What follows belongs to an exercise in optimizing a design on an open flow for small area, a short achievable clock period and few clock cycles per item; a production flow would make more cautious choices. At most, simulation tests tie the RTL to the original design; equivalence was not proved.

run E:
Design cmac_tag, start of the top module:
module cmac_tag (
    input  wire         clk,
    input  wire         rst,           
    input  wire         in_valid,
    output wire         in_ready,
    input  wire         in_first,      
    input  wire         in_last,       
    input  wire [4:0]   in_nbytes,     
    input  wire [127:0] in_data,
    input  wire [127:0] key,
    output reg          tag_valid,
    output reg  [63:0]  tag
);
export LEC_CHECK = 0
export CAP_MARGIN = 20
export CORE_MARGIN = 2
export CORE_UTILIZATION = 25
export PLACE_DENSITY = 0.4
export SETUP_SLACK_MARGIN = 3
export SLEW_MARGIN = 20
create_clock -name core_clock -period 10.0 [get_ports {clk}]
standard.sh (not shown) runs the stock make flow with config.mk's settings and CLKGATE_MAP_FILE= SYNTH_SCRIPT=/design/flow/synth_recipe.tcl, a recipe that flattens the netlist after the stock synthesis.
==> flow/flow/run.sh <==
#!/bin/bash
# Layout flow: the standard flow (standard.sh), with synthesis run by
# flow/synth_custom.tcl, which maps logic with an area-recovering ABC script.
set -euo pipefail
cd "$(dirname "$0")/.."
W=$PWD
bash standard.sh SYNTH_SCRIPT=$W/flow/synth_custom.tcl finish > $W/flow_orfs.log 2>&1
==> flow/flow/abc_custom.script <==
strash
&get -n
&st
&dch
&nf -R 1000
&put
topo
stime -c
buffer -c
upsize -c
dnsize -c
==> flow/flow/synth_custom.tcl <==
# The standard flow's synthesis (synth_recipe.tcl) with one change: ABC maps with an
# area-recovering script instead of ORFS's abc_speed.script.
set ::custom_abc_script [file join [file dirname [file normalize [info script]]] abc_custom.script]
proc synth {args} { yosys synth -nofsm -noshare {*}$args }
proc abc {args} {
  set i [lsearch -exact $args -script]
  if { $i >= 0 } {
    set args [lreplace $args [expr {$i + 1}] [expr {$i + 1}] $::custom_abc_script]
  }
  yosys abc {*}$args
}
source $::env(SCRIPTS_DIR)/synth.tcl
# left out here: clear keep_hierarchy, flatten, clean up, hide names made inside functions, write 1_2_yosys.v
Testbench counts of run E, summed over its fixed seeds: cycles 16,796, messages 480.
What run D does differently from run E at the input level:
diff --git a/flow/design.v b/flow/design.v
--- a/flow/design.v
+++ b/flow/design.v
@@ -238,28 +238,28 @@
             default: rcon = 8'h00;
         endcase
     end
     wire [31:0] w3  = rk[31:0];
     wire [31:0] rot = {w3[23:0], w3[31:24]};
     wire [31:0] subw;
     generate
         for (g = 0; g < 4; g = g + 1) begin : g_ksub
             cmac_sbox u_ksbox (.a(rot[8*g +: 8]), .y(subw[8*g +: 8]));
         end
     endgenerate
-    wire [31:0]  kt   = subw ^ {rcon, 24'd0};
-    wire [31:0]  nk0  = rk[127:96] ^ kt;
-    wire [31:0]  nk1  = rk[95:64]  ^ rk[127:96] ^ kt;
-    wire [31:0]  nk2  = rk[63:32]  ^ rk[95:64] ^ rk[127:96] ^ kt;
-    wire [31:0]  nk3  = rk[31:0]   ^ rk[63:32] ^ rk[95:64] ^ rk[127:96] ^ kt;
-    wire [127:0] rk_next = {nk0, nk1, nk2, nk3};
+    wire [31:0]  p0   = rk[127:96] ^ {rcon, 24'd0};
+    wire [31:0]  p1   = rk[95:64]  ^ p0;
+    wire [31:0]  p2   = rk[63:32]  ^ p1;
+    wire [31:0]  p3   = rk[31:0]   ^ p2;
+    wire [127:0] pre  = {p0, p1, p2, p3};
+    wire [127:0] rk_next = pre ^ {4{subw}};
     wire [127:0] round_out = mc ^ rk_next;
     wire [127:0] k1 = {l[126:0], 1'b0} ^ (l[127] ? 128'h87 : 128'h0);
     wire [127:0] k2 = {k1[126:0], 1'b0} ^ (k1[127] ? 128'h87 : 128'h0);
     reg [127:0] padded;
     integer b;
     always @(*) begin
         for (b = 0; b < 16; b = b + 1) begin
             if (b < in_nbytes)
                 padded[127 - 8*b -: 8] = in_data[127 - 8*b -: 8];
             else if (b == in_nbytes)
                 padded[127 - 8*b -: 8] = 8'h80;
@@ -268,23 +268,23 @@
         end
     end
     wire         full    = in_nbytes[4];
     wire [127:0] m_blk   = !in_last ? in_data :
                            full     ? in_data ^ k1 :
                                       padded ^ k2;
     wire [127:0] kk      = lstart ? key : kq;
     wire [127:0] blockin = (take ? m_blk : 128'd0) ^ kk;
     wire busy = st_lcmp || st_run;
     always @(posedge clk) begin
         if (busy && !(rlast && (st_lcmp || blk_last)))
-            s <= round_out ^ ((take || lstart) ? blockin : 128'd0);
+            s <= mc ^ {4{subw}} ^ (pre ^ ((take || lstart) ? blockin : 128'd0));
         else if (st_wait)
             s <= s ^ (take ? blockin : 128'd0);
         else
             s <= blockin;
         tag <= round_out[127:64];
         if (take || lstart)
             rk <= kk;
         else
             rk <= rk_next;
         if (lstart)
             kq <= key;
--- outcome ---
Delta (run D minus run E): sequential share of layout area decreased by 0.36 points relative to the old numbers; via count has increased; achievable clock frequency now smaller; endpoint required time on the critical path moved up. Diff run E -> run D: final weighted congestion in routability-driven placement lost 0.011; simple-gate share of the synthesized area now sits higher. Per the comparison of run D with run E, clock-cell share of area ~0 delta, post-layout minimum cycle time +0.067 ns, number of nets produced by synthesis +2.4%, global-route met2 utilization +2.6 points, sum of routed wire segments on met1 +about 1.1%. Run D: post-CTS resize count 11 below run E. Compared with run E, total detailed-routing wirelength in run D increased by a few percent.
Function not checked in run D: the RTL went through the layout flow alone.

---

cmac_tag, a different RTL version from the one above (not shown whole).
For scale: roughly 590 flip-flops, ~330 I/O pins, ~0.055 sq mm of cells after synthesis.
export LEC_CHECK = 0
export CAP_MARGIN = 20
export CORE_MARGIN = 2
export CORE_UTILIZATION = 50
export PLACE_DENSITY = 0.6
export SETUP_SLACK_MARGIN = 3.5
export SLEW_MARGIN = 20
create_clock -name core_clock -period 10.0 [get_ports {clk}]
==> flow/flow/run.sh <==
#!/bin/bash
# Layout flow: the standard flow (standard.sh), with synthesis run by
# flow/synth_custom.tcl, which maps logic with an area-recovering ABC script,
# and the port buffers made of buf_1 cells.
set -euo pipefail
cd "$(dirname "$0")/.."
W=$PWD
bash standard.sh SYNTH_SCRIPT=$W/flow/synth_custom.tcl \
  "BUFFER_PORTS_ARGS=-buffer_cell sky130_fd_sc_hd__buf_1" \
  finish > $W/flow_orfs.log 2>&1
==> flow/flow/abc_custom.script <==
strash
&get -n
&st
&dch
&nf -R 20 -p
&put
topo
stime -c
buffer -c
upsize -c
dnsize -c
Scripts as last shown in full above: flow/flow/synth_custom.tcl
The starting point completed without violations.
Testbench counts at the start, summed over its fixed seeds: cycles 16,804, messages 480.
Change:
--- a/flow/design.v
+++ b/flow/design.v
@@ -144,56 +144,57 @@
 endmodule
 module cmac_tag (
     input  wire         clk,
     input  wire         rst,           
     input  wire         in_valid,
     output wire         in_ready,
     input  wire         in_first,      
     input  wire         in_last,       
     input  wire [4:0]   in_nbytes,     
     input  wire [127:0] in_data,
     input  wire [127:0] key,
     output reg          tag_valid,
-    output reg  [63:0]  tag
+    output wire [63:0]  tag
 );
     localparam [2:0] S_IDLE = 3'd0,    
                      S_LCMP = 3'd1,    
                      S_LRDY = 3'd2,    
                      S_RUN  = 3'd3,    
                      S_WAIT = 3'd4;    
     reg [2:0]   state;
     reg [3:0]   rnd;                   
     reg         rlast;                 
     reg         mid;                   
     reg [127:0] s;                     
     reg [127:0] rk;                    
     reg [127:0] kq;                    
     reg [127:0] l;                     
     reg         lv;                    
     reg         kn;                    
     reg         blk_last;              
     reg         offer_q;               
     reg         hit_q;                 
+    assign tag = s[127:64];
     wire st_idle = (state == S_IDLE);
     wire st_lcmp = (state == S_LCMP);
     wire st_lrdy = (state == S_LRDY);
     wire st_run  = (state == S_RUN);
     wire st_wait = (state == S_WAIT);
     assign in_ready = (st_idle && offer_q && hit_q) ||
                       (st_lcmp && rlast && !blk_last) ||
                       st_lrdy || st_wait ||
-                      (st_run && rlast && (!blk_last || (offer_q && hit_q)));
+                      (st_run && rlast && !blk_last);
     wire take   = in_valid && in_ready;
     wire kq_load = (st_idle || (st_run && blk_last)) && offer_q && !hit_q && !kn;
-    wire lstart  = (st_idle || (st_run && rlast && blk_last)) && offer_q && kn && in_valid;
+    wire lstart  = st_idle && offer_q && kn && in_valid;
     wire [127:0] sb;                   
     genvar g;
     generate
         for (g = 0; g < 16; g = g + 1) begin : g_sub
             cmac_sbox u_sbox (.a(s[8*g +: 8]), .y(sb[8*g +: 8]));
         end
     endgenerate
     wire [127:0] sr;                   
     generate
         for (g = 0; g < 16; g = g + 1) begin : g_shift
             localparam integer R   = g % 4;
             localparam integer COL = g / 4;
@@ -260,32 +261,31 @@
             lt[j]  = (in_nbytes[3:0] >  j);
         end
     end
     wire [15:0] keep = lt | {16{full}};    
     reg [127:0] padded;
     integer i;
     always @(*) begin
         for (i = 0; i < 16; i = i + 1)
             padded[127 - 8*i -: 8] = (!in_last || keep[i]) ? in_data[127 - 8*i -: 8] :
                                      {dec[i] && !full, 7'd0};
     end
     wire [127:0] m_blk   = padded ^ (!in_last ? 128'd0 : full ? k1 : k2);
-    wire sel_r  = (st_lcmp || st_run) && !(rlast && (st_lcmp || blk_last));
+    wire sel_r  = st_run || (st_lcmp && !rlast);
     wire y_key  = take || lstart || !(sel_r || st_wait);
     wire [127:0] y = (take ? m_blk : 128'd0) ^ (y_key ? kq : 128'd0);
     wire busy = st_lcmp || st_run;
     always @(posedge clk) begin
         s <= ({128{sel_r}} & mc) ^
              (({128{sel_r}} & rk) ^ ({128{st_wait}} & s) ^ y);
-        tag <= round_out[127:64];
         rk <= rk_next;
         if (kq_load)
             kq <= key;
         if (st_lcmp && rlast)
             l <= round_out;
     end
     always @(posedge clk) begin
         if (rst) begin
             state     <= S_IDLE;
             tag_valid <= 1'b0;
             lv        <= 1'b0;
             kn        <= 1'b0;
@@ -327,29 +327,25 @@
                         kn    <= 1'b0;
                         state <= take ? S_RUN : S_LRDY;
                     end
                 end
                 S_LRDY: begin
                     if (take)
                         state <= S_RUN;
                 end
                 S_RUN: begin
                     if (rlast) begin
                         if (blk_last) begin
                             tag_valid <= 1'b1;
-                            if (lstart)
-                                state <= S_LCMP;
-                            else if (!take) begin
-                                state <= S_IDLE;
-                            end
+                            state     <= S_IDLE;
                         end else if (!take) begin
                             state <= S_WAIT;
                         end
                     end
                 end
                 S_WAIT: begin
                     if (take)
                         state <= S_RUN;
                 end
                 default: state <= S_IDLE;
             endcase
         end
Die area came out lower by 2.1%.
Global-route usage came out lower by 0.56 points.
Wire length came out lower by about 3.4%.
Sequential cell count came out lower by 64.
Clock skew came out higher by 0.0096 ns.
Non-clock buffer count came out lower by 26.
Register-to-register slack is better by 0.04 ns.
For the second run of this note, only the layout was checked, not whether the RTL still works.

---

== run G ==
cmac_tag, a different RTL version from the one above (not shown whole).
Size in the first run: roughly 6000 cells after synthesis, about 330 I/O pins.
// cmac_tag
module cmac_tag (
    input  wire         clk,
    input  wire         rst,           
    input  wire         in_valid,
    output wire         in_ready,
    input  wire         in_first,      
    input  wire         in_last,       
    input  wire [4:0]   in_nbytes,     
    input  wire [127:0] in_data,
    input  wire [127:0] key,
    output reg          tag_valid,
    output reg  [63:0]  tag
);
export LEC_CHECK = 0
export CAP_MARGIN = 20
export CORE_MARGIN = 2
export CORE_UTILIZATION = 50
export PLACE_DENSITY = 0.6
export SETUP_SLACK_MARGIN = 3.5
export SLEW_MARGIN = 20
create_clock -name core_clock -period 10.0 [get_ports {clk}]
==> flow/flow/abc_custom.script <==
strash
&get -n
&st
&dch
&nf -R 1000 -p
&put
topo
stime -c
buffer -c
upsize -c
dnsize -c
Scripts as last shown in full above: flow/flow/run.sh, flow/flow/synth_custom.tcl
The flow did not stop early for run G: all stages ran, and the layout cleared the timing, DRC and antenna checks.
What run Y does differently from run G at the input level:
--- a/flow/design.v
+++ b/flow/design.v
@@ -200,32 +200,34 @@
             assign sr[127 - 8*g -: 8] = sb[127 - 8*SRC -: 8];
         end
     endgenerate
     wire [127:0] mc;
     generate
         for (g = 0; g < 4; g = g + 1) begin : g_mix
             wire [7:0] a0 = sr[127 - 32*g      -: 8];
             wire [7:0] a1 = sr[127 - 32*g - 8  -: 8];
             wire [7:0] a2 = sr[127 - 32*g - 16 -: 8];
             wire [7:0] a3 = sr[127 - 32*g - 24 -: 8];
+            wire [7:0] t  = a0 ^ a1 ^ a2 ^ a3;
             wire [7:0] e0 = a0 ^ a1;
             wire [7:0] e1 = a1 ^ a2;
             wire [7:0] e2 = a2 ^ a3;
             wire [7:0] e3 = a3 ^ a0;
             wire [7:0] x0 = {e0[6:0], 1'b0} ^ (e0[7] ? 8'h1b : 8'h00);
             wire [7:0] x1 = {e1[6:0], 1'b0} ^ (e1[7] ? 8'h1b : 8'h00);
             wire [7:0] x2 = {e2[6:0], 1'b0} ^ (e2[7] ? 8'h1b : 8'h00);
             wire [7:0] x3 = {e3[6:0], 1'b0} ^ (e3[7] ? 8'h1b : 8'h00);
-            assign mc[127 - 32*g      -: 8] = rlast ? a0 : (e1 ^ a3) ^ x0;
-            assign mc[127 - 32*g - 8  -: 8] = rlast ? a1 : (e2 ^ a0) ^ x1;
-            assign mc[127 - 32*g - 16 -: 8] = rlast ? a2 : (e3 ^ a1) ^ x2;
-            assign mc[127 - 32*g - 24 -: 8] = rlast ? a3 : (e0 ^ a2) ^ x3;
+            wire [7:0] m  = {8{~rlast}};
+            assign mc[127 - 32*g      -: 8] = a0 ^ ((t ^ x0) & m);
+            assign mc[127 - 32*g - 8  -: 8] = a1 ^ ((t ^ x1) & m);
+            assign mc[127 - 32*g - 16 -: 8] = a2 ^ ((t ^ x2) & m);
+            assign mc[127 - 32*g - 24 -: 8] = a3 ^ ((t ^ x3) & m);
         end
     endgenerate
     wire mid = (st_lcmp || st_run) && !rlast;
     wire [127:0] src = mid ? rk : kq;
     reg [7:0] rcon;
     always @(*) begin
         if (!mid)
             rcon = 8'h01;
         else begin
             case (rnd)
Findings:
[run Y vs run G] global-route track usage on met3: lower in run Y. Measured against each other, run G and run Y differ in share of layout cells above drive strength 1, the lower figure coming from run G. Run Y: number of fill cells lower than run G. Run G has a higher worst setup slack than run Y. On run Y: non-clock buffer count in the final layout is about 3.6% higher than what run G gave. Between run G and run Y, via count decreased. The maximum clock frequency of run Y is lower than that of run G. Relative to run G, the core utilization of run Y is higher by 1.5 points. | clock edge transition at the registers on the reported setup and hold paths | run Y vs run G | ≈ equal |. Against run G, run Y reports a routed length on met3 that is higher. Any difference in met1 capacity usage during global routing between run G and run Y is small enough to ignore.
No run of this note included a check of the RTL's function; only the layout flow was run.

---

Setup of rev 12:
Another version of the RTL of cmac_tag (not shown whole).
For scale: ~6500 cells after synthesis, about 600 flip-flops, about 330 I/O pins.
Settings: LEC_CHECK=0, CAP_MARGIN=20, CORE_MARGIN=2, CORE_UTILIZATION=50, PLACE_DENSITY=0.6, SETUP_SLACK_MARGIN=3, SLEW_MARGIN=20; clock period 10.0 ns.
Scripts as last shown in full above: flow/flow/run.sh, flow/flow/abc_custom.script, flow/flow/synth_custom.tcl
Modified inputs, rev 13 compared to rev 12
--- a/flow/design.v
+++ b/flow/design.v
@@ -242,22 +242,21 @@
     wire [31:0] rot = {w3[23:0], w3[31:24]};
     wire [31:0] subw;
     generate
         for (g = 0; g < 4; g = g + 1) begin : g_ksub
             cmac_sbox u_ksbox (.a(rot[8*g +: 8]), .y(subw[8*g +: 8]));
         end
     endgenerate
-    wire [31:0]  p0   = rk[127:96] ^ {rcon, 24'd0};
-    wire [31:0]  p1   = rk[95:64]  ^ p0;
-    wire [31:0]  p2   = rk[63:32]  ^ p1;
-    wire [31:0]  p3   = rk[31:0]   ^ p2;
-    wire [127:0] pre  = {p0, p1, p2, p3};
-    wire [127:0] late = mc ^ {4{subw}};
-    wire [127:0] rk_next   = pre ^ {4{subw}};
-    wire [127:0] round_out = late ^ pre;
+    wire [31:0]  kt   = subw ^ {rcon, 24'd0};
+    wire [31:0]  nk0  = rk[127:96] ^ kt;
+    wire [31:0]  nk1  = rk[95:64]  ^ rk[127:96] ^ kt;
+    wire [31:0]  nk2  = rk[63:32]  ^ rk[95:64] ^ rk[127:96] ^ kt;
+    wire [31:0]  nk3  = rk[31:0]   ^ rk[63:32] ^ rk[95:64] ^ rk[127:96] ^ kt;
+    wire [127:0] rk_next = {nk0, nk1, nk2, nk3};
+    wire [127:0] round_out = mc ^ rk_next;
     wire [127:0] k1 = {l[126:0], 1'b0} ^ (l[127] ? 128'h87 : 128'h0);
     wire [127:0] k2 = {k1[126:0], 1'b0} ^ (k1[127] ? 128'h87 : 128'h0);
     wire        full = in_nbytes[4];
     reg  [15:0] dec;                   
     reg  [15:0] lt;                    
     integer j;
     always @(*) begin
@@ -273,21 +272,22 @@
         for (i = 0; i < 16; i = i + 1)
             padded[127 - 8*i -: 8] = (!in_last || keep[i]) ? in_data[127 - 8*i -: 8] :
                                      {dec[i] && !full, 7'd0};
     end
     wire [127:0] m_blk   = padded ^ (!in_last ? 128'd0 : full ? k1 : k2);
     wire [127:0] kk      = lstart ? key : kq;
     wire [127:0] blockin = (take ? m_blk : 128'd0) ^ kk;
-    wire sel_r  = (st_lcmp || st_run) && !(rlast && (st_lcmp || blk_last));
-    wire y_key  = take || lstart || !(sel_r || st_wait);
-    wire [127:0] y = (take ? m_blk : 128'd0) ^ (y_key ? kk : 128'd0);
     wire busy = st_lcmp || st_run;
     always @(posedge clk) begin
-        s <= ({128{sel_r}} & late) ^
-             (({128{sel_r}} & pre) ^ ({128{st_wait}} & s) ^ y);
+        if (busy && !(rlast && (st_lcmp || blk_last)))
+            s <= round_out ^ ((take || lstart) ? blockin : 128'd0);
+        else if (st_wait)
+            s <= s ^ (take ? blockin : 128'd0);
+        else
+            s <= blockin;
         tag <= round_out[127:64];
         if (take || lstart)
             rk <= kk;
         else
             rk <= rk_next;
         if (lstart)
             kq <= key;
--- outcome ---
- Re multi-input logic cell count: rev 12 and rev 13 aren't equal, and the lower value belongs to rev 13.
- Rev 13 reached the end of the flow, and the finished layout is clean on the timing, DRC and antenna checks.
- Of rev 12 and rev 13, the run reporting the lower mux contribution to synthesized area was rev 12.
- Diff rev 12..rev 13 | share of final layout cell area taken by clock buffers and inverters | negligible
- Sort rev 12 and rev 13 by global-route wire length before repair, descending, and rev 13 comes first.
- The lower minimum clock period came out of rev 13.
- The lower non-filler instance count after layout of rev 12 and rev 13 is in rev 13.
- Compared with rev 12, in rev 13 worst path required time went up; wire length after detailed routing increased by 1.7% relative to the old numbers; least setup slack across all paths after layout picked up an extra 0.042 ns; floorplan die area rose by 0.0015 mm².
No run of this note included a check of the RTL's function; only the layout flow was run.

what the ideal ports hide:
How much do the figures lean on ideal ports? The routed layouts below were timed once more, with nothing changed but the port constraints.
Step 1 assumes that a clkbuf_16 drives the clock port and a buf_2 every other input.
Step 2, shift: input delay + t, output delay - t, t = (earliest + latest rising clock arrival at the registers) / 2. This alone moves slack from input paths to output paths.
a / b / c = ideal / step 1 / step 2; a / b = the first two.
run | shift t [ns] | slack for setup (ns) | clock arrival spread, ns | worst register clock-pin slew, ns
run E | 0.823 | 3.229 / 3.229 / 3.229 | 0.054 / 0.054 | 0.07 / 0.07
run D | 0.820 | 3.162 / 3.162 / 3.162 | 0.071 / 0.071 | 0.07 / 0.07
the first run of note 2 | 0.728 | 3.613 / 3.613 / 3.613 | 0.035 / 0.036 | 0.07 / 0.07
the second run of note 2 | 0.716 | 3.653 / 3.653 / 3.653 | 0.046 / 0.045 | 0.07 / 0.07
run G | 0.728 | 3.700 / 3.700 / 3.700 | 0.047 / 0.047 | 0.08 / 0.08
run Y | 0.740 | 3.667 / 3.667 / 3.667 | 0.039 / 0.039 | 0.07 / 0.07
rev 12 | 0.727 | 3.161 / 3.161 / 3.161 | 0.031 / 0.032 | 0.07 / 0.07
rev 13 | 0.740 | 3.202 / 3.202 / 3.202 | 0.051 / 0.051 | 0.07 / 0.07
After both steps setup and hold are still met in every run listed.
